What follows belongs to an exercise in optimizing a design on an open flow for small area, a short achievable clock period and few clock cycles per item; a production flow would make more cautious choices.
Function was checked by simulation only, so behaviour that the tests miss may differ from the original.

$ cat design/flow/design.v
module sha256_engine (
    input  wire         clk,
    input  wire         rst,         
    input  wire         msg_valid,
    output reg          msg_ready,
    input  wire [31:0]  msg_data,
    input  wire         msg_first,
    output reg          dig_valid,
    output wire [255:0] dig_data
);
    localparam [1:0] S_WAIT = 2'd0,   
                     S_RUN  = 2'd2,   
                     S_FF   = 2'd3;   
    localparam [31:0] IV0 = 32'h6a09e667, IV1 = 32'hbb67ae85,
                      IV2 = 32'h3c6ef372, IV3 = 32'ha54ff53a,
                      IV4 = 32'h510e527f, IV5 = 32'h9b05688c,
                      IV6 = 32'h1f83d9ab, IV7 = 32'h5be0cd19;
    localparam [2047:0] KT1 = {
        32'h428a2f98, 32'hc67178f2, 32'hbef9a3f7, 32'ha4506ceb,
        32'h90befffa, 32'h8cc70208, 32'h84c87814, 32'h78a5636f,
        32'h748f82ee, 32'h682e6ff3, 32'h5b9cca4f, 32'h4ed8aa4a,
        32'h391c0cb3, 32'h34b0bcb5, 32'h2748774c, 32'h1e376c08,
        32'h19a4c116, 32'h106aa070, 32'hf40e3585, 32'hd6990624,
        32'hd192e819, 32'hc76c51a3, 32'hc24b8b70, 32'ha81a664b,
        32'ha2bfe8a1, 32'h92722c85, 32'h81c2c92e, 32'h766a0abb,
        32'h650a7354, 32'h53380d13, 32'h4d2c6dfc, 32'h2e1b2138,
        32'h27b70a85, 32'h14292967, 32'h06ca6351, 32'hd5a79147,
        32'hc6e00bf3, 32'hbf597fc7, 32'hb00327c8, 32'ha831c66d,
        32'h983e5152, 32'h76f988da, 32'h5cb0a9dc, 32'h4a7484aa,
        32'h2de92c6f, 32'h240ca1cc, 32'h0fc19dc6, 32'hefbe4786,
        32'he49b69c1, 32'hc19bf174, 32'h9bdc06a7, 32'h80deb1fe,
        32'h72be5d74, 32'h550c7dc3, 32'h243185be, 32'h12835b01,
        32'hd807aa98, 32'hab1c5ed5, 32'h923f82a4, 32'h59f111f1,
        32'h3956c25b, 32'he9b5dba5, 32'hb5c0fbcf, 32'h71374491
    };
    reg  [1:0]   st;
    reg  [5:0]   t;             
    reg  [3:0]   sc;            
    reg          free;          
    reg          fst_cur;       
    reg          hiv;           
    reg  [31:0]  w [0:15];      
    reg  [31:0]  a, b, c, d, e, f, g, hh;
    reg  [31:0]  kr;            
    reg  [31:0]  ha [0:3];      
    reg  [31:0]  he [0:3];      
    reg          run;           
    reg          ff;            
    reg          sched;         
    reg          hstep;         
    reg          take0;         
    wire xfer   = msg_valid & msg_ready;
    wire ivload = xfer & take0 & (msg_first | hiv);
    wire [31:0] w1  = w[1];
    wire [31:0] w14 = w[14];
    wire [31:0] s0w = {w1[6:0], w1[31:7]} ^ {w1[17:0], w1[31:18]} ^ (w1 >> 3);
    wire [31:0] s1w = {w14[16:0], w14[31:17]} ^ {w14[18:0], w14[31:19]} ^ (w14 >> 10);
    wire [31:0] w_next = s1w + w[9] + s0w + w[0];
    wire [31:0] wt     = w[15];
    wire [31:0] big_s1 = {e[5:0], e[31:6]} ^ {e[10:0], e[31:11]} ^ {e[24:0], e[31:25]};
    wire [31:0] big_s0 = {a[1:0], a[31:2]} ^ {a[12:0], a[31:13]} ^ {a[21:0], a[31:22]};
    wire [31:0] ch     = (e & f) ^ (~e & g);
    wire [31:0] maj    = (a & b) ^ (a & c) ^ (b & c);
    wire [31:0] k_s  = hh ^ kr ^ wt;
    wire [31:0] k_c  = ((hh & kr) | (hh & wt) | (kr & wt)) << 1;
    wire [31:0] ea_s = k_s ^ k_c ^ d;
    wire [31:0] ea_c = ((k_s & k_c) | (k_s & d) | (k_c & d)) << 1;
    wire [31:0] eb_s = ea_s ^ ea_c ^ ch;
    wire [31:0] eb_c = ((ea_s & ea_c) | (ea_s & ch) | (ea_c & ch)) << 1;
    wire [31:0] ec_s = eb_s ^ eb_c ^ big_s1;
    wire [31:0] ec_c = ((eb_s & eb_c) | (eb_s & big_s1) | (eb_c & big_s1)) << 1;
    wire [31:0] aa_s = k_s ^ k_c ^ ch;
    wire [31:0] aa_c = ((k_s & k_c) | (k_s & ch) | (k_c & ch)) << 1;
    wire [31:0] ab_s = big_s0 ^ big_s1 ^ maj;
    wire [31:0] ab_c = ((big_s0 & big_s1) | (big_s0 & maj) | (big_s1 & maj)) << 1;
    wire [31:0] ac_s = aa_s ^ aa_c ^ ab_s;
    wire [31:0] ac_c = ((aa_s & aa_c) | (aa_s & ab_s) | (aa_c & ab_s)) << 1;
    wire [31:0] ad_s = ac_s ^ ac_c ^ ab_c;
    wire [31:0] ad_c = ((ac_s & ac_c) | (ac_s & ab_c) | (ac_c & ab_c)) << 1;
    wire [31:0] a_rnd  = ad_s + ad_c;
    wire [31:0] e_rnd  = ec_s + ec_c;
    reg  [31:0] iva, ive;
    always @(*) begin
        case (t[1:0])
            2'd0: begin iva = IV0; ive = IV4; end    
            2'd1: begin iva = IV3; ive = IV7; end    
            2'd2: begin iva = IV2; ive = IV6; end    
            default: begin iva = IV1; ive = IV5; end  
        endcase
    end
    wire [31:0] sum_a = (fst_cur ? iva : ha[3]) + a;
    wire [31:0] sum_e = (fst_cur ? ive : he[3]) + e;
    assign dig_data = {ha[0], ha[1], ha[2], ha[3], he[0], he[1], he[2], he[3]};
    integer i;
    reg [1:0] st_n;
    reg [5:0] t_n;
    reg [3:0] sc_n;
    reg       free_n;
    always @(*) begin
        st_n   = st;
        t_n    = t;
        sc_n   = sc + 4'd1;
        free_n = free & ~xfer;
        case (st)
            S_RUN: begin
                t_n = t + 6'd1;
                if (t == 6'd63)
                    st_n = S_FF;
                else if (t <= 6'd14 && !xfer)
                    st_n = S_WAIT;
            end
            S_FF: st_n = xfer ? S_RUN : S_WAIT;
            default: if (xfer) st_n = S_RUN;   
        endcase
        if (st_n == S_WAIT && st != S_WAIT)
            sc_n = 4'd0;
        if (free_n)
            sc_n = 4'd15;
        if (rst) begin
            st_n   = S_WAIT;
            t_n    = 6'd0;
            free_n = 1'b1;
            sc_n   = 4'd15;
        end
    end
    wire run_n = (st_n == S_RUN);
    always @(posedge clk) begin
        st      <= st_n;
        t       <= t_n;
        sc      <= sc_n;
        free    <= free_n;
        run     <= run_n;
        ff      <= (st_n == S_FF);
        sched   <= run_n & (t_n >= 6'd15) & (t_n <= 6'd62);
        hstep   <= (run_n & (t_n >= 6'd61)) | (st_n == S_FF);
        take0   <= (st_n == S_FF) | ((st_n == S_WAIT) & (t_n == 6'd0));
        msg_ready <= (run_n & (t_n <= 6'd14)) | (st_n == S_FF) |
                     ((st_n == S_WAIT) & (sc_n == 4'd15));
        dig_valid <= ~rst & ff;
        if (xfer & take0)
            fst_cur <= msg_first | hiv;
        if (rst)
            hiv <= 1'b1;
        else if (xfer & take0)
            hiv <= 1'b0;
        if (rst || ff)
            kr <= 32'h428a2f98;          
        else if (run)
            kr <= KT1[{t, 5'd0} +: 32];
    end
    always @(posedge clk) begin
        for (i = 0; i < 15; i = i + 1)
            w[i] <= w[i+1];
        w[15] <= sched ? w_next : xfer ? msg_data : w[0];
    end
    always @(posedge clk) begin
        if (hstep) begin
            ha[0] <= sum_a; ha[1] <= ha[0]; ha[2] <= ha[1]; ha[3] <= ha[2];
            he[0] <= sum_e; he[1] <= he[0]; he[2] <= he[1]; he[3] <= he[2];
        end
    end
    always @(posedge clk) begin
        if (ivload) begin
            {a, b, c, d, e, f, g, hh} <= {IV0, IV1, IV2, IV3, IV4, IV5, IV6, IV7};
        end else if (ff) begin
            {a, b, c, d} <= {sum_a, ha[0], ha[1], ha[2]};
            {e, f, g, hh} <= {sum_e, he[0], he[1], he[2]};
        end else begin
            hh <= g;
            g  <= f;
            f  <= e;
            e  <= run ? e_rnd : d;
            d  <= c;
            c  <= b;
            b  <= a;
            a  <= run ? a_rnd : hh;
        end
    end
endmodule
$ cat design/flow/flow/run.sh
#!/bin/bash
# The standard layout, with timing repair aimed at a setup slack margin far
# above zero so that the resizer works on the paths that set the achieved
# period. The clock, constraints and every other step are the standard ones.
set -o pipefail
bash standard.sh SETUP_SLACK_MARGIN=14.5 finish > standard.log 2>&1
$ cat design/flow/standard.sh
#!/bin/bash
# synth_recipe.tcl (not shown) runs the flow's synth.tcl, then flattens the netlist and writes it again
# the make line also repeats each setting of config.mk as NAME=value (left out here)
make -C /OpenROAD-flow-scripts/flow DESIGN_CONFIG=/design/flow/config.mk WORK_HOME=/design/flow/orfs CLKGATE_MAP_FILE= SYNTH_SCRIPT=/design/flow/synth_recipe.tcl "${@:-finish}"
$ cat design/flow/config.mk
export PLATFORM = sky130hd
export DESIGN_NAME = sha256_engine
export DESIGN_NICKNAME = sha256_engine
export VERILOG_FILES = /design/flow/design.v
export SDC_FILE = /design/flow/constraint.sdc
export NUM_CORES = 4
export LEC_CHECK = 0
export CAP_MARGIN = 20
export CORE_MARGIN = 2
export CORE_UTILIZATION = 60
export SLEW_MARGIN = 20
$ cat design/flow/constraint.sdc
create_clock -name core_clock -period 20.0 [get_ports {clk}]
set_input_delay 4.0000 -clock core_clock [delete_from_list [all_inputs] [get_ports {clk}]]
set_output_delay 4.0000 -clock core_clock [all_outputs]
set_load 0.01 [all_outputs]
==> flow_metrics.tcl, run 1 <==
set metrics [dict create \
    yosysSeqAreaShare_pct 47.19 \
    synth-async-reset-ratio_pct 0 \
    grt_max_degree 84 \
    clk_pin_slew_worst_paths_ps 100 \
    vias 37450 \
    critical_path.max_stage_delay_ps 570 \
    ys_seq_elements 1078 \
    ctsRootBufferMaster "sky130_fd_sc_hd__clkbuf_16" \
    critical_path_class "reg2out" \
    critPathArrivalTime_ps 1520 \
    grt_antenna_before_repair 2 \
    average_footprint_of_a_synthesized_cell_um2 10.85 \
    number_of_nets_produced_by_synthesis 5214 \
    final_cells 6294 \
    r2r-start "hh[19]$_SDFF_PP0_" \
    core_area_um2 84880 \
    routedWlPerCell_um 27.07 \
    setup-violations-final 0 \
    row_count 107 \
    pin_count 294 \
    rsz_0062_raised_after_global_routing "yes" \
    number_of_nets_in_the_layout 5556 \
    min_path_cells 0 \
    cts_buffers 105 \
    dr.pass1.iters 6 \
    slew_headroom_pct 24.18 \
    worst-slew-pin-transition_ps 1137 \
    tritoncts "yes" \
    cts.htree.levels 3 \
    gp_congestion 0.9855 \
    wirelength_um 170400 \
    initial_utilization_pct 60.30 \
    ant_nets 0 \
    ff2ff_setup_slack_ps 14490 \
    post_synth_instance_area_um2 51180 \
    wp_data_required_ps 16000 \
    flow.area_growth_from_synthesis_pct 17.06 \
    die_area_um2 87660 \
    yosysUniqueCellTypes 89 \
    grt.overflow.total 0 \
    timing_max_transition_violations_final 0 \
    clock_path_buffers 3 \
    post_synth_inst_count 4716 \
    dieHeight_um 296.1 \
    worst_slack_ps 14480 \
    status "finished clean" \
    cap_viol_max_count 0 \
    worstPathMaxFanout 2 \
    synth.yosys.warnings 4 \
    chipWidth_um 296.1 \
    synth_top_flop_cell "sky130_fd_sc_hd__dfxtp_1" \
    final_layout_size_suffix_gt1_share_pct 10.31 \
    hp-start "w[7][15]$_DFF_P_" \
    ratio_of_final_minimum_period_to_clock_period_pct 27.62 \
    finish.utilization_pct 70.59 \
    grt_usage_pct 38.55 \
    setup.worst_path.end_class "output port" \
    crit_family "flip-flops" \
    clock_insertion_delay_at_the_later_pin_of_the_skew_report_ps 730 \
    finalHoldViolations 0 \
    place.detailed.hpwl_um 126000 \
    fmax_mhz 181.0 \
    fin_tns_setup_ps 0 \
    place_inst 5965 \
    clock-sinks 1078 \
    critical_path_start_type "register" \
    ctsHoldBuffers 0 \
    buffer_ports.inserted 293 \
    critPathSlowestCell "sky130_fd_sc_hd__edfxtp_1" \
    clock_skew_ps 43.87 \
    first_iter_violations 4311 \
    count_of_cells_along_the_worst_register_to_register_path 18 \
    grt_first_pass_wirelength_um 242300 \
    crit_path_cell_trace "clkbuf_2" \
    min-delay-path-class "reg2reg" \
    route.detailed.vias_per_inst 5.950 \
    bufs_and_invs_on_worst_path 1 \
    drcViolationCount 0 \
    number_of_synthesized_flops_with_an_enable_pin 257 \
    capturing_point_of_the_worst_reg2reg_path "a[31]$_SDFF_PP0_" \
    hold-path-endpoint "w[6][15]$_DFF_P_" \
    setup_ws_pre_cts_ps 12680 \
    grt_pass1_vias 36030 \
    finalWorstPathRequiredPeriod_ps 5525 \
]
[through the flow]
step                area [um^2]  hold WS (ps)
global route              59910         317.0
detailed placement        55020         312.1
CTS                       59500         320.6
global placement          55020         309.6
floorplan                 51180         309.6
finish                    59920         303.7
[worst reg2reg max path: stages (launching register included)]
cell and delay [ps]:
sky130_fd_sc_hd__dfxtp_1 620, sky130_fd_sc_hd__fa_1 550, sky130_fd_sc_hd__fa_1 600, sky130_fd_sc_hd__inv_1 80, sky130_fd_sc_hd__fa_1 480, sky130_fd_sc_hd__inv_1 50, sky130_fd_sc_hd__fa_1 440, sky130_fd_sc_hd__ha_1 420
sky130_fd_sc_hd__nand3_1 110, sky130_fd_sc_hd__o211ai_1 100, sky130_fd_sc_hd__a311oi_2 360, sky130_fd_sc_hd__o31ai_4 110, sky130_fd_sc_hd__buf_4 180, sky130_fd_sc_hd__a21boi_2 210, sky130_fd_sc_hd__o21ai_1 140, sky130_fd_sc_hd__o31a_1 300
sky130_fd_sc_hd__and3_1 190, sky130_fd_sc_hd__o31ai_2 340, sky130_fd_sc_hd__a22o_1 180
[layout make-up]
class                      instances  area, um^2
multi-input combinational       2994       25010
inverter                         421        1587
tap                             1144        1431
sequential                      1078       24230
clock inverter                    59       774.5
timing repair buffer             458        3921
fill                            6386       24960
clock buffer                     139        2959
antenna                            1       2.502
[cell families after synthesis]
kind of cell | synth area share (%)
compound gates | 11.78
xor+xnor | 7.375
flops | 47.19
mux | 5.806
buf+inv | 4.755
simple gates | 7.180
fa+ha+maj | 15.92
[routing by layer]
layer	vias up	track usage (%)	share of wire, %
met4	0	20.18	6.2
met5	-	0	0
met1	18460	51.32	39
li1	16690	-	-
met3	419	7.749	9.6
met2	1884	59.82	45
[synth_stat cells, types with 9 or more instances]
cell | instances | area, um^2
sky130_fd_sc_hd__nand2b_1 | 22 | 137.6
sky130_fd_sc_hd__o21bai_1 | 18 | 135.1
sky130_fd_sc_hd__mux2i_1 | 262 | 2623
sky130_fd_sc_hd__clkbuf_1 | 206 | 773.2
sky130_fd_sc_hd__xor2_1 | 117 | 1025
sky130_fd_sc_hd__edfxtp_1 | 257 | 7717
sky130_fd_sc_hd__a21o_1 | 78 | 585.6
sky130_fd_sc_hd__nand4_1 | 9 | 56.30
sky130_fd_sc_hd__or2_2 | 13 | 81.33
sky130_fd_sc_hd__and2_1 | 11 | 68.82
sky130_fd_sc_hd__o31ai_1 | 9 | 67.56
sky130_fd_sc_hd__fa_1 | 282 | 5645
sky130_fd_sc_hd__inv_1 | 418 | 1569
sky130_fd_sc_hd__nand2_1 | 332 | 1246
sky130_fd_sc_hd__xnor2_1 | 314 | 2750
sky130_fd_sc_hd__dfxtp_1 | 821 | 16440
sky130_fd_sc_hd__and3_1 | 16 | 100.1
sky130_fd_sc_hd__nor2_1 | 290 | 1089
sky130_fd_sc_hd__nor2b_1 | 32 | 200.2
sky130_fd_sc_hd__a211oi_1 | 53 | 397.9
sky130_fd_sc_hd__mux2_2 | 21 | 236.5
sky130_fd_sc_hd__a31oi_1 | 35 | 219.0
sky130_fd_sc_hd__o21a_1 | 33 | 247.7
sky130_fd_sc_hd__a21oi_1 | 236 | 1181
sky130_fd_sc_hd__o221ai_1 | 10 | 87.58
sky130_fd_sc_hd__o22ai_1 | 11 | 68.82
sky130_fd_sc_hd__o21ai_0 | 259 | 1296
sky130_fd_sc_hd__nand3b_1 | 10 | 75.07
sky130_fd_sc_hd__buf_1 | 20 | 75.07
sky130_fd_sc_hd__maj3_1 | 25 | 250.2
sky130_fd_sc_hd__o211ai_1 | 69 | 518.0
sky130_fd_sc_hd__nand3_1 | 38 | 190.2
sky130_fd_sc_hd__ha_1 | 180 | 2252
sky130_fd_sc_hd__nor3_1 | 49 | 245.2
[sequential cells by signal, summed over array words and instances, names as in the netlist, 2 cells and up]
| register | flops |
|---|---|
| sc | 4 |
| a | 32 |
| w | 512 |
| b | 32 |
| st | 2 |
| f | 32 |
| hh | 32 |
| he | 128 |
| c | 32 |
| d | 32 |
| e | 32 |
| kr | 32 |
| g | 32 |
| ha | 128 |
| t | 6 |
[worst max path at each step]
| stage | from | endpoint | slack [ps] | cells past startpoint |
|---|---|---|---|---|
| after CTS | e[27]$_SDFF_PP0_ | a[30]$_SDFF_PP1_ | 14490 | 20 |
| after global placement | msg_valid | e[28]$_SDFF_PP1_ | 12720 | 7 |
| after detailed placement | msg_valid | e[28]$_SDFF_PP1_ | 12680 | 7 |
| after floorplan | msg_valid | a[3]$_SDFF_PP0_ | 14660 | 6 |
| final | he[2][16]$_DFFE_PP_ | dig_data[48] | 14480 | 1 |
| after global routing | kr[1]$_SDFFE_PP0P_ | e[31]$_SDFF_PP0_ | 14380 | 19 |
[layout by cell type (no fill, tap or decap), types with 12 or more instances in the layout]
cell type and n:
sky130_fd_sc_hd__nand2_1 328, sky130_fd_sc_hd__dfxtp_1 777, sky130_fd_sc_hd__a211oi_1 52, sky130_fd_sc_hd__xnor2_1 296, sky130_fd_sc_hd__inv_1 414, sky130_fd_sc_hd__or2_2 12
sky130_fd_sc_hd__edfxtp_1 257, sky130_fd_sc_hd__clkdlybuf4s15_1 31, sky130_fd_sc_hd__xor2_1 110, sky130_fd_sc_hd__dfxtp_2 37, sky130_fd_sc_hd__a21o_1 78, sky130_fd_sc_hd__clkbuf_16 109
sky130_fd_sc_hd__nor3_1 47, sky130_fd_sc_hd__o21a_1 33, sky130_fd_sc_hd__fa_1 280, sky130_fd_sc_hd__clkbuf_1 17, sky130_fd_sc_hd__dlygate4sd2_1 212, sky130_fd_sc_hd__nor2_1 289
sky130_fd_sc_hd__nor2b_1 30, sky130_fd_sc_hd__clkdlybuf4s50_1 35, sky130_fd_sc_hd__and3_1 15, sky130_fd_sc_hd__nand2b_1 21, sky130_fd_sc_hd__o21ai_0 252, sky130_fd_sc_hd__buf_4 158
sky130_fd_sc_hd__clkinv_2 17, sky130_fd_sc_hd__xnor2_2 18, sky130_fd_sc_hd__maj3_1 25, sky130_fd_sc_hd__mux2i_1 262, sky130_fd_sc_hd__a31oi_1 34, sky130_fd_sc_hd__a21oi_1 233
sky130_fd_sc_hd__nand3_1 38, sky130_fd_sc_hd__bufinv_16 12, sky130_fd_sc_hd__clkbuf_8 15, sky130_fd_sc_hd__o21bai_1 18, sky130_fd_sc_hd__ha_1 180, sky130_fd_sc_hd__o211ai_1 69
sky130_fd_sc_hd__mux2_2 21
[timing repair]
action                     in CTS  in global routing
gates cloned                    4                  1
pin swaps                       8                 12
setup endpoints to repair     410                 55
setup buffers                  93                 32
gates resized for setup       385                 63
Testbench counts, summed over its fixed seeds: cycles 104,016, items 1,600.
==> run 2: changes to the inputs <==
--- a/design/flow/design.v
+++ b/design/flow/design.v
@@ -65,10 +65,8 @@
     wire [31:0] k_c  = ((hh & kr) | (hh & wt) | (kr & wt)) << 1;
-    wire [31:0] ea_s = k_s ^ k_c ^ d;
-    wire [31:0] ea_c = ((k_s & k_c) | (k_s & d) | (k_c & d)) << 1;
-    wire [31:0] eb_s = ea_s ^ ea_c ^ ch;
-    wire [31:0] eb_c = ((ea_s & ea_c) | (ea_s & ch) | (ea_c & ch)) << 1;
-    wire [31:0] ec_s = eb_s ^ eb_c ^ big_s1;
-    wire [31:0] ec_c = ((eb_s & eb_c) | (eb_s & big_s1) | (eb_c & big_s1)) << 1;
     wire [31:0] aa_s = k_s ^ k_c ^ ch;
     wire [31:0] aa_c = ((k_s & k_c) | (k_s & ch) | (k_c & ch)) << 1;
+    wire [31:0] ea_s = aa_s ^ aa_c ^ d;
+    wire [31:0] ea_c = ((aa_s & aa_c) | (aa_s & d) | (aa_c & d)) << 1;
+    wire [31:0] eb_s = ea_s ^ ea_c ^ big_s1;
+    wire [31:0] eb_c = ((ea_s & ea_c) | (ea_s & big_s1) | (ea_c & big_s1)) << 1;
     wire [31:0] ab_s = big_s0 ^ big_s1 ^ maj;
@@ -80,3 +78,3 @@
     wire [31:0] a_rnd  = ad_s + ad_c;
-    wire [31:0] e_rnd  = ec_s + ec_c;
+    wire [31:0] e_rnd  = eb_s + eb_c;
     reg  [31:0] iva, ive;
==> design/flow/flow/run.sh (replaced) <==
#!/bin/bash
# The standard layout, with two changes to how it is made:
#  - timing repair aims at a setup slack margin far above zero, so that the
#    resizer works on the paths that set the achieved period;
#  - the port buffers that the standard flow puts on every input and output
#    are buf_2 cells.
# The clock, constraints and every step are otherwise the standard ones.
set -o pipefail
bash standard.sh SETUP_SLACK_MARGIN=14.5 \
    "BUFFER_PORTS_ARGS=-buffer_cell sky130_fd_sc_hd__buf_2" finish > standard.log 2>&1
==> run 2 against run 1 <==
  * Still clean
  * Count of clock-buffer cells in the layout increased by 6
  * Hold slack better by 14 ps
  * Flip-flop and latch count did not move
  * Non-clock buffer count down 119
  * Critical endpoint is now dig_data[16]
  * Synthesized cell count fell by 0.68%
  * Largest cell class unchanged
==> flow_metrics.tcl, run 2 <==
set metrics [dict create \
    cap_viol_max_count 0 \
    number_of_nets_produced_by_synthesis 5151 \
    grt.overflow.total 0 \
    post-synth-top-area-cell "sky130_fd_sc_hd__dfxtp_1" \
    crit_family "flip-flops" \
    dieHeight_um 293.9 \
    min_path_cells 0 \
    cp_num_cells 1 \
    setup-violations-final 0 \
    post_synth_instance_area_um2 50420 \
    die_area_um2 86360 \
    clock_insertion_delay_at_the_later_pin_of_the_skew_report_ps 730 \
    yosysUniqueCellTypes 85 \
    cts.htree.levels 3 \
    flow.area_growth_from_synthesis_pct 12.75 \
    core_area_um2 83420 \
    ratio_of_final_minimum_period_to_clock_period_pct 27.39 \
    average_footprint_of_a_synthesized_cell_um2 10.76 \
    grt_antenna_before_repair 7 \
    finalWorstPathRequiredPeriod_ps 5477 \
    grt_max_degree 141 \
    placedInstanceArea_um2 52670 \
    capturing_point_of_the_worst_reg2reg_path "e[28]$_SDFF_PP1_" \
    post-synth-top-count-cell "sky130_fd_sc_hd__dfxtp_1" \
    stdcell_area_um2 56850 \
    number_of_nets_in_the_layout 5367 \
    chipWidth_um 293.9 \
    largest_registers_ranked_by_flip_flop_count "w: 512 flops, ha: 128 flops, he: 128 flops" \
    place.detailed.hpwl_um 122500 \
    row_count 106 \
    crit_path_cell_trace "buf_2" \
    gp_congestion 1.006 \
    fin_tns_setup_ps 0 \
    wp_data_required_ps 16000 \
    critical_path.max_stage_delay_ps 540 \
    grt_pass1_vias 34910 \
    post_synth_inst_count 4684 \
    buffer_ports.inserted 293 \
    routedWlPerCell_um 26.55 \
    r2r-start "hh[10]$_SDFF_PP1_" \
    post_synth_main_area_contributors "sky130_fd_sc_hd__dfxtp_1 (33%), sky130_fd_sc_hd__edfxtp_1 (15%), sky130_fd_sc_hd__fa_1 (10%)" \
    min-delay-path-class "reg2reg" \
    dr.pass1.iters 6 \
    clock_path_buffers 3 \
    slew_headroom_pct 29.18 \
    clock-sinks 1078 \
    portion_of_synthesized_cell_area_occupied_by_the_leading_cell_type_pct 32.60 \
    ctsRootBufferMaster "sky130_fd_sc_hd__clkbuf_16" \
    tritoncts "yes" \
    fmax_mhz 182.6 \
    critPathLaunch "he[3][16]$_DFFE_PP_" \
    initial_utilization_pct 60.43 \
    finalHoldViolations 0 \
    cts_buffers 106 \
    critical_path_start_type "register" \
    wirelength_um 161400 \
    worstPathMaxFanout 2 \
    hold-path-endpoint "w[9][4]$_DFF_P_" \
    synth_common_cells "sky130_fd_sc_hd__dfxtp_1 (821), sky130_fd_sc_hd__inv_1 (390), sky130_fd_sc_hd__nand2_1 (343), sky130_fd_sc_hd__xnor2_1 (332), sky130_fd_sc_hd__nor2_1 (293)" \
    status "finished clean" \
    number_of_synthesized_flops_with_an_enable_pin 257 \
    timing_max_transition_violations_final 0 \
    mostFrequentLayoutCells "sky130_fd_sc_hd__dfxtp_1 (795), sky130_fd_sc_hd__inv_1 (389), sky130_fd_sc_hd__nand2_1 (339), sky130_fd_sc_hd__xnor2_1 (316), sky130_fd_sc_hd__buf_2 (293)" \
    synth_top_flop_cell "sky130_fd_sc_hd__dfxtp_1" \
    vias 36020 \
    largest_reg_flops 512 \
    synth-async-reset-ratio_pct 0 \
    ant_nets 0 \
    drcViolationCount 0 \
    ctsHoldBuffers 0 \
    final_layout_size_suffix_gt1_share_pct 13.26 \
    worst_slack_ps 14520 \
    ff2ff_setup_slack_ps 14620 \
    setup_ws_pre_cts_ps 13410 \
    final_common_cell "sky130_fd_sc_hd__dfxtp_1" \
    first_iter_violations 3996 \
    setup.worst_path.end_class "output port" \
    route.detailed.vias_per_inst 5.927 \
    count_of_cells_along_the_worst_register_to_register_path 17 \
    critical_path_class "reg2out" \
    critPathSlowestCell "sky130_fd_sc_hd__edfxtp_1" \
    rsz_0062_raised_after_global_routing "yes" \
    critPathArrivalTime_ps 1480 \
    ys_seq_elements 1078 \
    clock_skew_ps 49.46 \
    bufs_and_invs_on_worst_path 1 \
    hp-start "w[10][4]$_DFF_P_" \
    clk_pin_slew_worst_paths_ps 70 \
    synth.yosys.warnings 4 \
    worst-slew-pin-transition_ps 1062 \
    pin_count 294 \
    yosysSeqAreaShare_pct 47.91 \
    largest_register "w" \
    grt_usage_pct 37.21 \
    grt_first_pass_wirelength_um 233700 \
]
==> run 2: through the flow <==
stage | hold WS (ps) | util (%) | std cells
2_1_floorplan | 309.6 | - | 4684
3_3_place_gp | 309.6 | 63.14 | 5860
3_5_place_dp | 312.1 | 63.14 | 5860
4_1_cts | 320.4 | 67.77 | 6066
5_1_grt | 326.5 | 68.13 | 6073
6_report | 318.1 | 68.14 | 6077
==> run 2: cell families (layout without fill, tap and decap cells) <==
kind of cell    count (synthesis)  in the layout  share of synthesized area [%]
flops                        1078           1078                          47.91
compound gates                939            939                          11.75
simple gates                  872            874                          7.490
buf+inv                       626            933                          4.663
fa+ha+maj                     445            445                          14.73
xor+xnor                      433            433                          7.522
mux                           291            291                          5.944
other cells                     0              4                              0
==> run 2: worst max path at each step <==
| stage | slack, ps | to |
|---|---|---|
| after CTS | 14500 | dig_data[84] |
| after global placement | 13420 | a[30]$_SDFF_PP1_ |
| after detailed placement | 13410 | a[30]$_SDFF_PP1_ |
| after floorplan | 14540 | b[1]$_SDFF_PP0_ |
| final | 14520 | dig_data[16] |
| after global routing | 14460 | e[31]$_SDFF_PP0_ |
==> run 2: layout make-up <==
cell class,count,area [um^2]
clock buffers,145,3064
well taps,1080,1351
clock inverters,56,669.4
repair buffers,339,1852
flip-flops and latches,1078,24200
fillers,6381,26580
multi-input cells,2982,24220
diodes,4,10.01
inverters,393,1479
==> run 2: timing repair <==
| action | CTS | global route |
|---|---|---|
| pin swaps | 5 | 10 |
| setup endpoints to repair | 141 | 35 |
| resized for setup | 27 | 66 |
| cloned | 1 | 1 |
| buffers inserted | 4 | 6 |
==> run 2: routing by layer <==
metal  vias to the layer above  global-route usage [%]  part of all wire (%)  routed length, um
met5                         -                       0                0.0081                 13
met4                         2                   17.28                   5.4               8782
met3                       353                   7.356                   8.7              13980
met2                      1699                   57.71                    45              72210
met1                     17620                   50.44                    41              66380
li1                      16350                       -                     -                  -
Testbench counts of run 2, summed over its fixed seeds: cycles 104,016, items 1,600.
==> run 3: changes to the inputs <==
--- a/design/flow/design.v
+++ b/design/flow/design.v
@@ -37,3 +37,3 @@
     reg  [5:0]   t;             
-    reg  [3:0]   sc;            
+    reg  [6:0]   sc;            
     reg          free;          
@@ -44,4 +44,4 @@
     reg  [31:0]  kr;            
-    reg  [31:0]  ha [0:3];      
-    reg  [31:0]  he [0:3];      
+    reg  [31:0]  ha [0:4];      
+    reg  [31:0]  he [0:4];      
     reg          run;           
@@ -88,4 +88,4 @@
     end
-    wire [31:0] sum_a = (fst_cur ? iva : ha[3]) + a;
-    wire [31:0] sum_e = (fst_cur ? ive : he[3]) + e;
+    wire [31:0] sum_a = (fst_cur ? iva : ha[4]) + a;
+    wire [31:0] sum_e = (fst_cur ? ive : he[4]) + e;
     assign dig_data = {ha[0], ha[1], ha[2], ha[3], he[0], he[1], he[2], he[3]};
@@ -94,3 +94,3 @@
     reg [5:0] t_n;
-    reg [3:0] sc_n;
+    reg [6:0] sc_n;
     reg       free_n;
@@ -99,3 +99,3 @@
         t_n    = t;
-        sc_n   = sc + 4'd1;
+        sc_n   = (sc == 7'd79) ? 7'd0 : sc + 7'd1;
         free_n = free & ~xfer;
@@ -113,5 +113,5 @@
         if (st_n == S_WAIT && st != S_WAIT)
-            sc_n = 4'd0;
+            sc_n = 7'd0;
         if (free_n)
-            sc_n = 4'd15;
+            sc_n = 7'd79;
         if (rst) begin
@@ -120,3 +120,3 @@
             free_n = 1'b1;
-            sc_n   = 4'd15;
+            sc_n   = 7'd79;
         end
@@ -135,3 +135,3 @@
         msg_ready <= (run_n & (t_n <= 6'd14)) | (st_n == S_FF) |
-                     ((st_n == S_WAIT) & (sc_n == 4'd15));
+                     ((st_n == S_WAIT) & (sc_n == 7'd79));
         dig_valid <= ~rst & ff;
@@ -154,5 +154,7 @@
     always @(posedge clk) begin
-        if (hstep) begin
-            ha[0] <= sum_a; ha[1] <= ha[0]; ha[2] <= ha[1]; ha[3] <= ha[2];
-            he[0] <= sum_e; he[1] <= he[0]; he[2] <= he[1]; he[3] <= he[2];
+        ha[0] <= hstep ? sum_a : ha[4];
+        he[0] <= hstep ? sum_e : he[4];
+        for (i = 1; i < 5; i = i + 1) begin
+            ha[i] <= ha[i-1];
+            he[i] <= he[i-1];
         end
==> run 3 against run 2 <==
  * Flip-flop and latch count up 67
  * Via count is 1.2% higher
  * Hold slack worse by 14 ps
  * Wire length is 2.5% lower
  * Fmax barely moved
  * Count of clock-buffer cells in the layout shrank 6
  * Final cell count is 2.5% higher
  * Area after synthesis down 0.99%
  * Critical path type is now in2reg
  * Highest routed layer unchanged
==> flow_metrics.tcl, run 3 <==
set metrics [dict create \
    status "finished clean" \
    flow.area_growth_from_synthesis_pct 12.71 \
    number_of_nets_in_the_layout 5525 \
    initial_utilization_pct 60.70 \
    final_common_cell "sky130_fd_sc_hd__dfxtp_1" \
    setup.worst_path.end_class "register" \
    critical_path_class "in2reg" \
    finalHoldViolations 0 \
    chipWidth_um 292.4 \
    post-synth-top-count-cell "sky130_fd_sc_hd__dfxtp_1" \
    core_area_um2 82240 \
    bufs_and_invs_on_worst_path 2 \
    final_cells 6230 \
    min-delay-path-class "reg2reg" \
    ys_seq_elements 1145 \
    number_of_synthesized_flops_with_an_enable_pin 1 \
    grt_first_pass_wirelength_um 230000 \
    synth_common_cells "sky130_fd_sc_hd__dfxtp_1 (1,144), sky130_fd_sc_hd__inv_1 (390), sky130_fd_sc_hd__nand2_1 (375), sky130_fd_sc_hd__xnor2_1 (328), sky130_fd_sc_hd__o21ai_0 (291)" \
    slew_headroom_pct 36.22 \
    portion_of_synthesized_cell_area_occupied_by_the_leading_cell_type_pct 45.88 \
    synth-async-reset-ratio_pct 0 \
    critical_path_start_type "primary input" \
    yosysUniqueCellTypes 92 \
    fin_hold_ws_ps 304.5 \
    die_area_um2 85520 \
    post-synth-top-area-cell "sky130_fd_sc_hd__dfxtp_1" \
    ctsHoldBuffers 0 \
    dr.pass1.iters 6 \
    grt_max_degree 108 \
    clock_insertion_delay_at_the_later_pin_of_the_skew_report_ps 710 \
    placedInstanceArea_um2 52100 \
    routedWlPerCell_um 25.25 \
    number_of_nets_produced_by_synthesis 5325 \
    synth.yosys.warnings 4 \
    cts_buffers 110 \
    buffer_ports.inserted 293 \
    stdcell_area_um2 56260 \
    yosysSeqAreaShare_pct 45.94 \
    fmax_mhz 182.6 \
    place.detailed.hpwl_um 119300 \
    dieHeight_um 292.4 \
    post_synth_inst_count 4866 \
    finish.utilization_pct 68.41 \
    ant_nets 0 \
    synth_top_flop_cell "sky130_fd_sc_hd__dfxtp_1" \
    clk_pin_slew_worst_paths_ps 70 \
    cts.htree.levels 3 \
    worst-slew-pin-transition_ps 956.7 \
    critical_path.max_stage_delay_ps 450 \
    fin_tns_setup_ps 0 \
    vias 36450 \
    critPathArrivalTime_ps 6070 \
    grt_pass1_vias 35740 \
    timing_max_transition_violations_final 0 \
    largest_register "w" \
    rsz_0062_raised_after_global_routing "yes" \
    finalWorstPathRequiredPeriod_ps 5477 \
    clock_path_buffers 3 \
    final_layout_size_suffix_gt1_share_pct 12.74 \
    ratio_of_final_minimum_period_to_clock_period_pct 27.38 \
    row_count 105 \
    route.detailed.vias_per_inst 5.850 \
    grt_usage_pct 36.32 \
    worstPathMaxFanout 63 \
    post_synth_instance_area_um2 49920 \
    crit_family "simple AND/OR/NAND/NOR gates" \
    first_iter_violations 3651 \
    crit_path_cell_trace "buf_2 -> and3_2 -> and2_4 -> buf_12 -> nor2_1 -> a22o_1" \
    average_footprint_of_a_synthesized_cell_um2 10.26 \
    cap_viol_max_count 0 \
    pin_count 294 \
    post_synth_main_area_contributors "sky130_fd_sc_hd__dfxtp_1 (46%), sky130_fd_sc_hd__fa_1 (10%), sky130_fd_sc_hd__xnor2_1 (5.8%)" \
    gp_congestion 1.009 \
    grt_antenna_before_repair 8 \
    ctsRootBufferMaster "sky130_fd_sc_hd__clkbuf_16" \
    largest_registers_ranked_by_flip_flop_count "w: 512 flops, ha: 160 flops, he: 160 flops" \
    setup-violations-final 0 \
    clock-sinks 1145 \
    tritoncts "yes" \
    grt.overflow.total 0 \
    largest_reg_flops 512 \
    wirelength_um 157300 \
    critPathSlowestCell "sky130_fd_sc_hd__and2_4" \
    drcViolationCount 0 \
    wp_data_required_ps 20590 \
    clock_skew_ps 46.95 \
    place_inst 6021 \
    mostFrequentLayoutCells "sky130_fd_sc_hd__dfxtp_1 (1,127), sky130_fd_sc_hd__inv_1 (390), sky130_fd_sc_hd__nand2_1 (372), sky130_fd_sc_hd__xnor2_1 (319), sky130_fd_sc_hd__buf_2 (293)" \
]
## run 3: path summary, 6_finish.rpt
kind,startpoint,end,slack (ps),cells after the start
setup reg to reg,t[1]$_DFF_P_,he[0][31]$_DFF_P_,14560,14
hold reg to reg,he[3][7]$_DFF_P_,he[4][7]$_DFF_P_,300,0
setup / recovery,msg_valid,e[20]$_SDFF_PP0_,14520,6
hold / removal,he[3][7]$_DFF_P_,he[4][7]$_DFF_P_,300,0
## run 3: layer usage
| layer | part of all wire (%) | global-route usage [%] | routed length, um | vias to the layer above |
|---|---|---|---|---|
| met1 | 42 | 49.18 | 65780 | 17690 |
| met4 | 4.6 | 15.11 | 7308 | 2 |
| met3 | 8.3 | 5.964 | 13030 | 327 |
| met2 | 45 | 58.00 | 71150 | 1671 |
| met5 | 0.0083 | 0 | 13 | - |
| li1 | - | - | - | 16760 |
## run 3: final cells by class
type                            count  area [um^2]
Antenna cell                        1        2.502
Clock buffer                      139         3044
Clock inverter                     66        852.1
Fill cell                        6351        25980
Inverter                          394         1479
Multi-Input combinational cell   3089        24840
Sequential cell                  1145        22970
Tap cell                         1070         1339
Timing Repair Buffer              326         1743
## run 3: worst reg2reg max path, stage by stage (launching register included)
cell	delay (ps)
sky130_fd_sc_hd__dfxtp_1	490
sky130_fd_sc_hd__inv_2	390
sky130_fd_sc_hd__ha_1	570
sky130_fd_sc_hd__nand2b_1	740
sky130_fd_sc_hd__o21ai_0	250
sky130_fd_sc_hd__ha_1	420
sky130_fd_sc_hd__nand2_1	130
sky130_fd_sc_hd__o21ai_0	120
sky130_fd_sc_hd__a221o_1	350
sky130_fd_sc_hd__a41oi_2	370
sky130_fd_sc_hd__o2111ai_2	200
sky130_fd_sc_hd__a211oi_1	530
sky130_fd_sc_hd__a21oi_1	280
sky130_fd_sc_hd__xnor2_1	320
sky130_fd_sc_hd__a21oi_1	130
## run 3: kinds of logic (layout without fill, tap and decap cells)
family	after synthesis	count (layout)	synth area share, %
XOR/XNOR	420	420	7.369
adder cells (fa/ha/maj)	437	437	14.67
AO/OA/AOI/OAI	981	981	12.51
multiplexers	315	315	6.502
AND/OR/NAND/NOR	935	936	8.241
other	0	1	0
buffers and inverters	633	925	4.762
flip-flops	1145	1145	45.94
## run 3: repair_timing
action / CTS / global route
cloned: 1 / 0
buffers inserted: 0 / 2
gates resized for setup: 20 / 39
pin swaps: 1 / 7
setup endpoints to repair: 164 / 31
## run 3: metrics by stage
stage | setup slack, ps
6_report | 14520
5_1_grt | 14420
3_3_place_gp | 13220
2_1_floorplan | 14600
4_1_cts | 14460
3_5_place_dp | 13150
Testbench counts of run 3, summed over its fixed seeds: cycles 104,016, items 1,600.
==> run 4: changes to the inputs <==
--- a/design/flow/config.mk
+++ b/design/flow/config.mk
@@ -10,2 +10,4 @@
 export CORE_UTILIZATION = 60
+export CTS_CLUSTER_DIAMETER = 150
+export CTS_CLUSTER_SIZE = 20
 export SLEW_MARGIN = 20
==> run 4 against run 3 <==
  * Core utilization down 2.5 points
  * First-iteration DRC count down 2.0%
  * Cell area down 3.6%
  * Hold slack better by 1.1 ps
  * Wire length down 1.6%
  * Via count down 1.4%
  * Clock skew down 10 ps
  * Register-to-register slack better by 80 ps
  * Global-route usage down 0.60 points
  * Highest routed layer is now met4
==> flow_metrics.tcl, run 4 <==
set metrics [dict create \
    drcViolationCount 0 \
    portion_of_synthesized_cell_area_occupied_by_the_leading_cell_type_pct 45.88 \
    synth-async-reset-ratio_pct 0 \
    post-synth-top-count-cell "sky130_fd_sc_hd__dfxtp_1" \
    critical_path_class "in2reg" \
    post_synth_inst_count 4866 \
    r2r-start "kr[1]$_SDFFE_PP0P_" \
    die_area_um2 85520 \
    ctsHoldBuffers 0 \
    capturing_point_of_the_worst_reg2reg_path "a[24]$_SDFF_PP0_" \
    number_of_nets_produced_by_synthesis 5325 \
    status "finished clean" \
    ratio_of_final_minimum_period_to_clock_period_pct 27.52 \
    worst-slew-pin-transition_ps 993.7 \
    cap_viol_max_count 0 \
    fin_tns_setup_ps 0 \
    min_path_cells 0 \
    slew_headroom_pct 32.91 \
    yosysSeqAreaShare_pct 45.94 \
    initial_utilization_pct 60.70 \
    wirelength_um 154800 \
    clock_path_buffers 3 \
    place.detailed.hpwl_um 119300 \
    grt_max_degree 108 \
    ff2ff_setup_slack_ps 14640 \
    core_area_um2 82240 \
    ctsRootBufferMaster "sky130_fd_sc_hd__clkbuf_16" \
    count_of_cells_along_the_worst_register_to_register_path 20 \
    cts_buffers 67 \
    largest_reg_flops 512 \
    mostFrequentLayoutCells "sky130_fd_sc_hd__dfxtp_1 (1,124), sky130_fd_sc_hd__inv_1 (390), sky130_fd_sc_hd__nand2_1 (372), sky130_fd_sc_hd__xnor2_1 (319), sky130_fd_sc_hd__buf_2 (293)" \
    finalHoldViolations 0 \
    post_synth_main_area_contributors "sky130_fd_sc_hd__dfxtp_1 (46%), sky130_fd_sc_hd__fa_1 (10%), sky130_fd_sc_hd__xnor2_1 (5.8%)" \
    tritoncts "yes" \
    dieHeight_um 292.4 \
    row_count 105 \
    grt_pass1_vias 35050 \
    rsz_0062_raised_after_global_routing "yes" \
    vias 35950 \
    post_synth_instance_area_um2 49920 \
    post_synth_mux_area_share_pct 6.502 \
    compound_cell_area_share_of_the_yosys_netlist_pct 12.51 \
    setup-violations-final 0 \
    largest_register "w" \
    finalWorstPathRequiredPeriod_ps 5503 \
    number_of_nets_in_the_layout 5483 \
    clk_pin_slew_worst_paths_ps 90 \
    min-delay-path-class "reg2reg" \
    synth_top_flop_cell "sky130_fd_sc_hd__dfxtp_1" \
    synthSimpleGateAreaFrac_pct 8.241 \
    grt_antenna_before_repair 4 \
    first_iter_violations 3579 \
    chipWidth_um 292.4 \
    gp_congestion 1.009 \
    pin_count 294 \
    worstPathMaxFanout 63 \
    routedWlPerCell_um 25.35 \
    grt_first_pass_wirelength_um 226200 \
    synth_fa_ha_area_share_pct 14.67 \
    clock-sinks 1145 \
    setup.worst_path.end_class "register" \
    wp_data_required_ps 20550 \
    timing_max_transition_violations_final 0 \
    yosysUniqueCellTypes 92 \
    clock_skew_ps 36.83 \
    synth_xor_xnor_area_share_pct 7.369 \
    synth.yosys.warnings 4 \
    ys_seq_elements 1145 \
    synth_top_family_by_area "adder cells" \
    final_layout_size_suffix_gt1_share_pct 10.83 \
    largest_registers_ranked_by_flip_flop_count "w: 512 flops, ha: 160 flops, he: 160 flops" \
    clock_insertion_delay_at_the_later_pin_of_the_skew_report_ps 660 \
    synth_common_cells "sky130_fd_sc_hd__dfxtp_1 (1,144), sky130_fd_sc_hd__inv_1 (390), sky130_fd_sc_hd__nand2_1 (375), sky130_fd_sc_hd__xnor2_1 (328), sky130_fd_sc_hd__o21ai_0 (291)" \
    fmax_mhz 181.7 \
    dr.pass1.iters 6 \
    critPathArrivalTime_ps 6050 \
    flow.area_growth_from_synthesis_pct 8.650 \
    number_of_synthesized_flops_with_an_enable_pin 1 \
    hp-start "w[2][9]$_DFF_P_" \
    average_footprint_of_a_synthesized_cell_um2 10.26 \
    grt.overflow.total 0 \
    critical_path_start_type "primary input" \
    final_common_cell "sky130_fd_sc_hd__dfxtp_1" \
    cts.htree.levels 3 \
    post-synth-top-area-cell "sky130_fd_sc_hd__dfxtp_1" \
    ant_nets 0 \
    route.detailed.vias_per_inst 5.888 \
    hold-path-endpoint "w[1][9]$_DFF_P_" \
    buffer_ports.inserted 293 \
    grt_usage_pct 35.72 \
]
-- run 4: cell count changes in the layout (fill, tap and decap cells not counted), sizes merged, moves of 3 or more --
cell      previous run  this run
diode                1         4
clkbuf             139        69
clkinvlp            10         0
inv                407       397
clkinv              30         5
bufinv              13         0
-- run 4: layout make-up --
cell class / count / area (um^2)
Fill cell: 6609 / 28010
Multi-Input combinational cell: 3090 / 24840
Sequential cell: 1145 / 22970
Timing Repair Buffer: 326 / 1747
Clock buffer: 69 / 1684
Inverter: 394 / 1479
Tap cell: 1070 / 1339
Clock inverter: 8 / 171.4
Antenna cell: 4 / 10.01
-- run 4: worst max path at each step --
stage	from	end	slack (ps)	depth (start not counted)
floorplan	msg_valid	a[3]$_SDFF_PP0_	14600	7
global placement	msg_valid	e[20]$_SDFF_PP0_	13220	6
detailed placement	msg_valid	e[20]$_SDFF_PP0_	13150	6
CTS	msg_valid	e[20]$_SDFF_PP0_	14490	6
global route	e[26]$_SDFF_PP0_	a[24]$_SDFF_PP0_	14440	21
finish	msg_valid	e[20]$_SDFF_PP0_	14500	6
-- run 4: kinds of logic after synthesis --
| group | after synthesis |
|---|---|
| AOI/OAI and AO/OA | 981 |
| xor gates and xnor gates | 420 |
| adders and majority gates | 437 |
| buffers and inverters | 633 |
| DFF | 1145 |
| muxes | 315 |
| and+or+nand+nor | 935 |
-- run 4: worst max-delay path, cell delays in order --
cell and delay [ps]:
sky130_fd_sc_hd__buf_2 170, sky130_fd_sc_hd__and3_2 470, sky130_fd_sc_hd__and2_4 420, sky130_fd_sc_hd__buf_12 310
sky130_fd_sc_hd__nor2_1 260, sky130_fd_sc_hd__a22o_1 300
-- run 4: metrics by stage --
step	cells	utilization, %	hold slack (ps)	setup slack [ps]	area, um^2
final	6106	65.95	305.7	14500	54240
after global routing	6102	65.93	312.7	14440	54230
after CTS	6099	65.71	307.6	14490	54040
after detailed placement	6021	63.35	312.1	13150	52100
after global placement	6021	63.35	309.6	13220	52100
after floorplan	4866	-	309.6	14600	49920
-- run 4: routing by layer --
layer  track usage (%)  vias up  part of all wire [%]
li1                  -    16590                     -
met1             48.65    17390                    42
met2             56.60     1650                    45
met3             5.645      329                   8.2
met4             15.51        0                   4.9
met5                 0        -                     0
-- run 4: timing repair --
action	4_1_cts	5_1_grt
endpoints found under the setup margin	160	38
resized for setup	19	43
pin swaps	1	6
gates cloned	1	1
buffers inserted	0	2
==> run 5: changes to the inputs <==
--- a/design/flow/flow/run.sh
+++ b/design/flow/flow/run.sh
@@ -8,3 +8,3 @@
 set -o pipefail
-bash standard.sh SETUP_SLACK_MARGIN=14.5 \
+bash standard.sh SETUP_SLACK_MARGIN=14.6 \
     "BUFFER_PORTS_ARGS=-buffer_cell sky130_fd_sc_hd__buf_2" finish > standard.log 2>&1
==> run 5 against run 4 <==
  * Still clean on timing, DRC and antenna
  * Final cell count did not move
  * Area after synthesis did not move
  * Critical path depth did not move
  * Critical path type unchanged
  * Largest cell class unchanged
==> flow_metrics.tcl, run 5 <==
set metrics [dict create \
    status "finished clean" \
    grt.overflow.total 0 \
    post-synth-top-count-cell "sky130_fd_sc_hd__dfxtp_1" \
    ctsHoldBuffers 0 \
    average_footprint_of_a_synthesized_cell_um2 10.26 \
    setup.worst_path.end_class "register" \
    clock-sinks 1145 \
    drcViolationCount 0 \
    grt.met2_usage_pct 56.19 \
    yosysSeqAreaShare_pct 45.94 \
    gr-max-usage-layer "met2" \
    place_inst 6021 \
    synth_common_cells "sky130_fd_sc_hd__dfxtp_1 (1,144), sky130_fd_sc_hd__inv_1 (390), sky130_fd_sc_hd__nand2_1 (375), sky130_fd_sc_hd__xnor2_1 (328), sky130_fd_sc_hd__o21ai_0 (291)" \
    number_of_synthesized_flops_with_an_enable_pin 1 \
    synth-async-reset-ratio_pct 0 \
    synth.yosys.warnings 4 \
    clk_pin_slew_worst_paths_ps 90 \
    timing_max_transition_violations_final 0 \
    crit_path_cell_trace "buf_2 -> or2_2 -> and2_4 -> buf_12 -> nor2_1 -> a32oi_1" \
    clock_path_buffers 3 \
    cap_viol_max_count 0 \
    fmax_mhz 183.3 \
    met3_usage_pct 5.744 \
    row_count 105 \
    flow.area_growth_from_synthesis_pct 8.745 \
    die_area_um2 85520 \
    number_of_nets_produced_by_synthesis 5325 \
    final_cells 6106 \
    ant_nets 0 \
    final_common_cell "sky130_fd_sc_hd__dfxtp_1" \
    critical_path.max_stage_delay_ps 610 \
    place.detailed.hpwl_um 119300 \
    first_iter_violations 3468 \
    core_area_um2 82240 \
    tritoncts "yes" \
    number_of_nets_in_the_layout 5483 \
    cts_buffers 67 \
    finalWorstPathRequiredPeriod_ps 5455 \
    largest_register "w" \
    critical_path_class "in2reg" \
    wirelength_um 154800 \
    post_synth_main_area_contributors "sky130_fd_sc_hd__dfxtp_1 (46%), sky130_fd_sc_hd__fa_1 (10%), sky130_fd_sc_hd__xnor2_1 (5.8%)" \
    rsz_0062_raised_after_global_routing "yes" \
    slew_headroom_pct 32.23 \
    worstPathMaxFanout 63 \
    routedWlPerCell_um 25.35 \
    post_synth_instance_area_um2 49920 \
    final_layout_size_suffix_gt1_share_pct 10.99 \
    gp_congestion 1.009 \
    yosysUniqueCellTypes 92 \
    ratio_of_final_minimum_period_to_clock_period_pct 27.28 \
    grt_antenna_before_repair 4 \
    wp_data_required_ps 20510 \
    buffer_ports.inserted 293 \
    mostFrequentLayoutCells "sky130_fd_sc_hd__dfxtp_1 (1,121), sky130_fd_sc_hd__inv_1 (390), sky130_fd_sc_hd__nand2_1 (372), sky130_fd_sc_hd__xnor2_1 (319), sky130_fd_sc_hd__buf_2 (293)" \
    route.detailed.vias_per_inst 5.878 \
    post-synth-top-area-cell "sky130_fd_sc_hd__dfxtp_1" \
    setup-violations-final 0 \
    grt_pass1_vias 35130 \
    dieHeight_um 292.4 \
    vias 35890 \
    largest_reg_flops 512 \
    critical_path_start_type "primary input" \
    chipWidth_um 292.4 \
    post_synth_inst_count 4866 \
    finalHoldViolations 0 \
    portion_of_synthesized_cell_area_occupied_by_the_leading_cell_type_pct 45.88 \
    dr.pass1.iters 7 \
    synth_top_flop_cell "sky130_fd_sc_hd__dfxtp_1" \
    critPathSlowestCell "sky130_fd_sc_hd__nor2_1" \
    largest_registers_ranked_by_flip_flop_count "w: 512 flops, ha: 160 flops, he: 160 flops" \
    fin_tns_setup_ps 0 \
    grt_usage_pct 35.78 \
    ctsRootBufferMaster "sky130_fd_sc_hd__clkbuf_16" \
    pin_count 294 \
    grt_first_pass_wirelength_um 226500 \
    clock_skew_ps 37.06 \
    initial_utilization_pct 60.70 \
    clock_insertion_delay_at_the_later_pin_of_the_skew_report_ps 660 \
    critPathArrivalTime_ps 5960 \
    min-delay-path-class "reg2reg" \
    grt_max_degree 108 \
    cts.htree.levels 3 \
    fin_hold_ws_ps 307.6 \
    ys_seq_elements 1145 \
    worst-slew-pin-transition_ps 1004 \
    grtUsageMet1_pct 48.70 \
]
-- run 5: cell counts after synthesis --
No cell type changed its count.
-- run 5: logic make-up after synthesis --
group	count (synthesis)	share of synthesized area, %
muxes	315	6.502
buffers and inverters	633	4.762
AOI/OAI and AO/OA	981	12.51
adders and majority gates	437	14.67
xor gates and xnor gates	420	7.369
DFF	1145	45.94
and+or+nand+nor	935	8.241
-- run 5: worst paths after layout --
check	start	end	slack [ps]	depth (start not counted)
hold / removal	w[2][9]$_DFF_P_	w[1][9]$_DFF_P_	310	0
setup reg to reg	a[23]$_SDFF_PP0_	a[24]$_SDFF_PP0_	14660	19
hold reg to reg	w[2][9]$_DFF_P_	w[1][9]$_DFF_P_	310	0
setup / recovery	msg_first	e[30]$_SDFF_PP1_	14540	6
-- run 5: area by class of cell --
type / count / area (um^2)
Multi-Input combinational cell: 3090 / 24870
Inverter: 394 / 1479
Tap cell: 1070 / 1339
Clock inverter: 8 / 171.4
Clock buffer: 69 / 1684
Sequential cell: 1145 / 22980
Fill cell: 6604 / 27960
Timing Repair Buffer: 326 / 1752
Antenna cell: 4 / 10.01
-- run 5: critical path, delay by kind of cell --
family | cells | cell delay (ps)
simple gates | 3 | 1300
buf+inv | 2 | 370
compound gates | 1 | 200
-- run 5: metal layers --
layer	vias up	wire length, um
li1	16560	-
met1	17290	64130
met2	1671	68810
met3	376	13520
met4	0	8306
met5	-	0
-- run 5: what timing repair did --
| action | 4_1_cts | 5_1_grt |
|---|---|---|
| buffers inserted | 0 | 2 |
| endpoints found under the setup margin | 167 | 39 |
| resized for setup | 31 | 44 |
| gates cloned | 2 | 0 |
| pin swaps | 2 | 6 |
| endpoints found under the hold margin | 0 | 0 |
-- run 5: per-stage QoR --
stage          util (%)  worst slack (ps)  area [um^2]
2_1_floorplan         -             14600        49920
3_3_place_gp      63.35             13220        52100
3_5_place_dp      63.35             13150        52100
4_1_cts           65.78             14560        54100
5_1_grt           65.99             14420        54270
6_report          66.00             14540        54280
==> run 6: changes to the inputs <==
--- a/design/flow/flow/run.sh
+++ b/design/flow/flow/run.sh
@@ -5,3 +5,3 @@
 #  - the port buffers that the standard flow puts on every input and output
-#    are buf_2 cells.
+#    are buf_1 cells.
 # The clock, constraints and every step are otherwise the standard ones.
@@ -9,2 +9,2 @@
 bash standard.sh SETUP_SLACK_MARGIN=14.6 \
-    "BUFFER_PORTS_ARGS=-buffer_cell sky130_fd_sc_hd__buf_2" finish > standard.log 2>&1
+    "BUFFER_PORTS_ARGS=-buffer_cell sky130_fd_sc_hd__buf_1" finish > standard.log 2>&1
==> run 6 against run 5 <==
  * Via count rose by 0.35%
  * Highest routed layer is now met5
  * Fmax grew 0.79%
  * Core utilization decreased by 0.35 points
  * Sequential share of layout area increased by 0.25 points
==> flow_metrics.tcl, run 6 <==
set metrics [dict create \
    fmax_mhz 184.8 \
    wp_data_required_ps 16000 \
    critPathSlowestCell "sky130_fd_sc_hd__dfxtp_1" \
    finalHoldViolations 0 \
    number_of_synthesized_flops_with_an_enable_pin 1 \
    routedWlPerCell_um 25.38 \
    first_iter_violations 3409 \
    portion_of_synthesized_cell_area_occupied_by_the_leading_cell_type_pct 45.88 \
    cts.htree.levels 3 \
    final_layout_size_suffix_gt1_share_pct 5.517 \
    grt_max_degree 129 \
    yosysUniqueCellTypes 92 \
    post_synth_main_area_contributors "sky130_fd_sc_hd__dfxtp_1 (46%), sky130_fd_sc_hd__fa_1 (10%), sky130_fd_sc_hd__xnor2_1 (5.8%)" \
    grt_antenna_before_repair 7 \
    chipWidth_um 292.4 \
    bufs_and_invs_on_worst_path 1 \
    largest_registers_ranked_by_flip_flop_count "w: 512 flops, ha: 160 flops, he: 160 flops" \
    critPathLaunch "he[1][16]$_DFF_P_" \
    fin_hold_ws_ps 296.6 \
    critPathArrivalTime_ps 1410 \
    die_area_um2 85520 \
    vias 36010 \
    ctsRootBufferMaster "sky130_fd_sc_hd__clkbuf_16" \
    drcViolationCount 0 \
    post_synth_instance_area_um2 49920 \
    route.detailed.vias_per_inst 5.891 \
    grt_usage_pct 35.81 \
    clock_skew_ps 67.77 \
    critical_path_class "reg2out" \
    average_footprint_of_a_synthesized_cell_um2 10.26 \
    place.detailed.hpwl_um 119500 \
    cap_viol_max_count 0 \
    row_count 105 \
    tritoncts "yes" \
    largest_reg_flops 512 \
    hp-start "w[12][20]$_DFF_P_" \
    synth_top_flop_cell "sky130_fd_sc_hd__dfxtp_1" \
    grt_first_pass_wirelength_um 226000 \
    timing_max_transition_violations_final 0 \
    gp_congestion 1.004 \
    rsz_0062_raised_after_global_routing "yes" \
    critical_path.max_stage_delay_ps 560 \
    buffer_ports.inserted 293 \
    ff2ff_setup_slack_ps 14680 \
    ys_seq_elements 1145 \
    synth-async-reset-ratio_pct 0 \
    cts_buffers 67 \
    clock_path_buffers 3 \
    ant_nets 0 \
    dieHeight_um 292.4 \
    min-delay-path-class "reg2reg" \
    status "finished clean" \
    finalWorstPathRequiredPeriod_ps 5413 \
    core_area_um2 82240 \
    number_of_nets_in_the_layout 5489 \
    clock-sinks 1145 \
    post-synth-top-count-cell "sky130_fd_sc_hd__dfxtp_1" \
    flow.area_growth_from_synthesis_pct 8.166 \
    dr.pass1.iters 6 \
    critical_path_start_type "register" \
    mostFrequentLayoutCells "sky130_fd_sc_hd__dfxtp_1 (1,113), sky130_fd_sc_hd__inv_1 (390), sky130_fd_sc_hd__nand2_1 (372), sky130_fd_sc_hd__xnor2_1 (319), sky130_fd_sc_hd__buf_1 (289)" \
    worst_slack_ps 14590 \
    fin_tns_setup_ps 0 \
    synth.yosys.warnings 4 \
    largest_register "w" \
    setup_ws_pre_cts_ps 13020 \
    setup-violations-final 0 \
    grt_pass1_vias 34780 \
    ctsHoldBuffers 0 \
    ratio_of_final_minimum_period_to_clock_period_pct 27.06 \
    worstPathMaxFanout 3 \
    wirelength_um 155200 \
    slew_headroom_pct 27.34 \
    initial_utilization_pct 60.70 \
    post-synth-top-area-cell "sky130_fd_sc_hd__dfxtp_1" \
    number_of_nets_produced_by_synthesis 5325 \
    post_synth_inst_count 4866 \
    pin_count 294 \
    synth_common_cells "sky130_fd_sc_hd__dfxtp_1 (1,144), sky130_fd_sc_hd__inv_1 (390), sky130_fd_sc_hd__nand2_1 (375), sky130_fd_sc_hd__xnor2_1 (328), sky130_fd_sc_hd__o21ai_0 (291)" \
    crit_family "flip-flops" \
    crit_path_cell_trace "buf_1" \
    setup.worst_path.end_class "output port" \
    final_common_cell "sky130_fd_sc_hd__dfxtp_1" \
    r2r-start "hh[3]$_SDFF_PP1_" \
    clock_insertion_delay_at_the_later_pin_of_the_skew_report_ps 690 \
    clk_pin_slew_worst_paths_ps 100 \
    yosysSeqAreaShare_pct 45.94 \
    worst-slew-pin-transition_ps 1090 \
    grt.overflow.total 0 \
]
## run 6: cell types whose count changed in the layout (fill, tap and decap cells not counted), moves of 3 or more
cell,before,now
sky130_fd_sc_hd__buf_4,30,36
sky130_fd_sc_hd__o21ai_1,2,5
sky130_fd_sc_hd__buf_2,293,1
sky130_fd_sc_hd__clkbuf_2,0,3
sky130_fd_sc_hd__buf_1,0,289
sky130_fd_sc_hd__dfxtp_2,17,24
sky130_fd_sc_hd__dfxtp_1,1121,1113
## run 6: final timing paths
check	to	cells past startpoint
worst min register to register	w[11][20]$_DFF_P_	0
worst min-delay path	w[11][20]$_DFF_P_	0
worst max-delay path	dig_data[80]	1
worst max register to register	a[31]$_SDFF_PP0_	16
## run 6: layout make-up
| class | count | area, um^2 |
|---|---|---|
| Fill cell | 6640 | 28250 |
| Multi-Input combinational cell | 3090 | 24860 |
| Sequential cell | 1145 | 22990 |
| Clock buffer | 70 | 1688 |
| Inverter | 394 | 1479 |
| Timing Repair Buffer | 332 | 1430 |
| Tap cell | 1070 | 1339 |
| Clock inverter | 8 | 196.4 |
| Antenna cell | 4 | 10.01 |
## run 6: what timing repair did
item / CTS / global route
setup endpoints to repair: 176 / 45
pin swaps: 3 / 9
gates cloned: 2 / 0
resized for setup: 32 / 54
buffers inserted: 3 / 6
## run 6: logic make-up (layout without fill, tap and decap cells)
logic type	after synthesis	after routing	share of synthesized area, %
flip-flops	1145	1145	45.94
adder cells (fa/ha/maj)	437	437	14.67
AND/OR/NAND/NOR	935	937	8.241
buffers and inverters	633	804	4.762
other	0	4	0
multiplexers	315	315	6.502
AO/OA/AOI/OAI	981	981	12.51
XOR/XNOR	420	420	7.369
## run 6: metal layers
| layer | GRT usage [%] | wire (um) | up-vias |
|---|---|---|---|
| li1 | - | - | 16610 |
| met1 | 49.23 | 65940 | 17460 |
| met2 | 55.90 | 68990 | 1617 |
| met3 | 6.169 | 12760 | 321 |
| met4 | 15.43 | 7442 | 6 |
| met5 | 0 | 41 | - |
## run 6: per-stage QoR
step,utilization [%],instance area [um^2],std cells
global route,65.64,53980,6109
floorplan,-,49920,4866
CTS,65.37,53760,6103
finish,65.65,53990,6113
global placement,62.89,51720,6020
detailed placement,62.89,51720,6020

-- static timing again, ports no longer ideal --
Ports are ideal in the flow. The routed layouts listed here were re-timed in OpenROAD. Step 1 (the two cells are an assumption about what drives the block):
set clk [get_ports {clk}]
set_driving_cell -lib_cell sky130_fd_sc_hd__clkbuf_16 $clk
set_driving_cell -lib_cell sky130_fd_sc_hd__buf_2 [delete_from_list [all_inputs] $clk]
Step 2 times the ports against the registers' clock, not the clock port: input delays grow and output delays shrink by t, the midpoint of the rising clock arrivals with the driver on. Three values: ideal ports, drivers, drivers and shift; two values: the first two.
run | t (ns) | setup WS [ns] | worst setup path after step 2 | worst register clock-pin slew, ns | worst slew at a driven data input, ns
run 1 | 0.788 | 14.475 / 14.399 / 13.804 | input to register | 0.10 / 0.10 | 0.04
run 2 | 0.780 | 14.523 / 14.449 / 13.985 | input to register | 0.07 / 0.07 | 0.04
run 3 | 0.762 | 14.523 / 14.506 / 13.807 | input to register | 0.07 / 0.07 | 0.04
run 4 | 0.716 | 14.497 / 14.527 / 13.831 | input to register | 0.11 / 0.11 | 0.04
run 5 | 0.713 | 14.545 / 14.545 / 13.877 | input to register | 0.11 / 0.11 | 0.04
run 6 | 0.734 | 14.587 / 14.513 / 13.908 | input to register | 0.10 / 0.10 | 0.04
After both steps setup and hold are still met in every run listed. For run 3, which loses most, drivers alone change the setup slack by -0.017 ns; drivers and shift together by -0.716 ns.
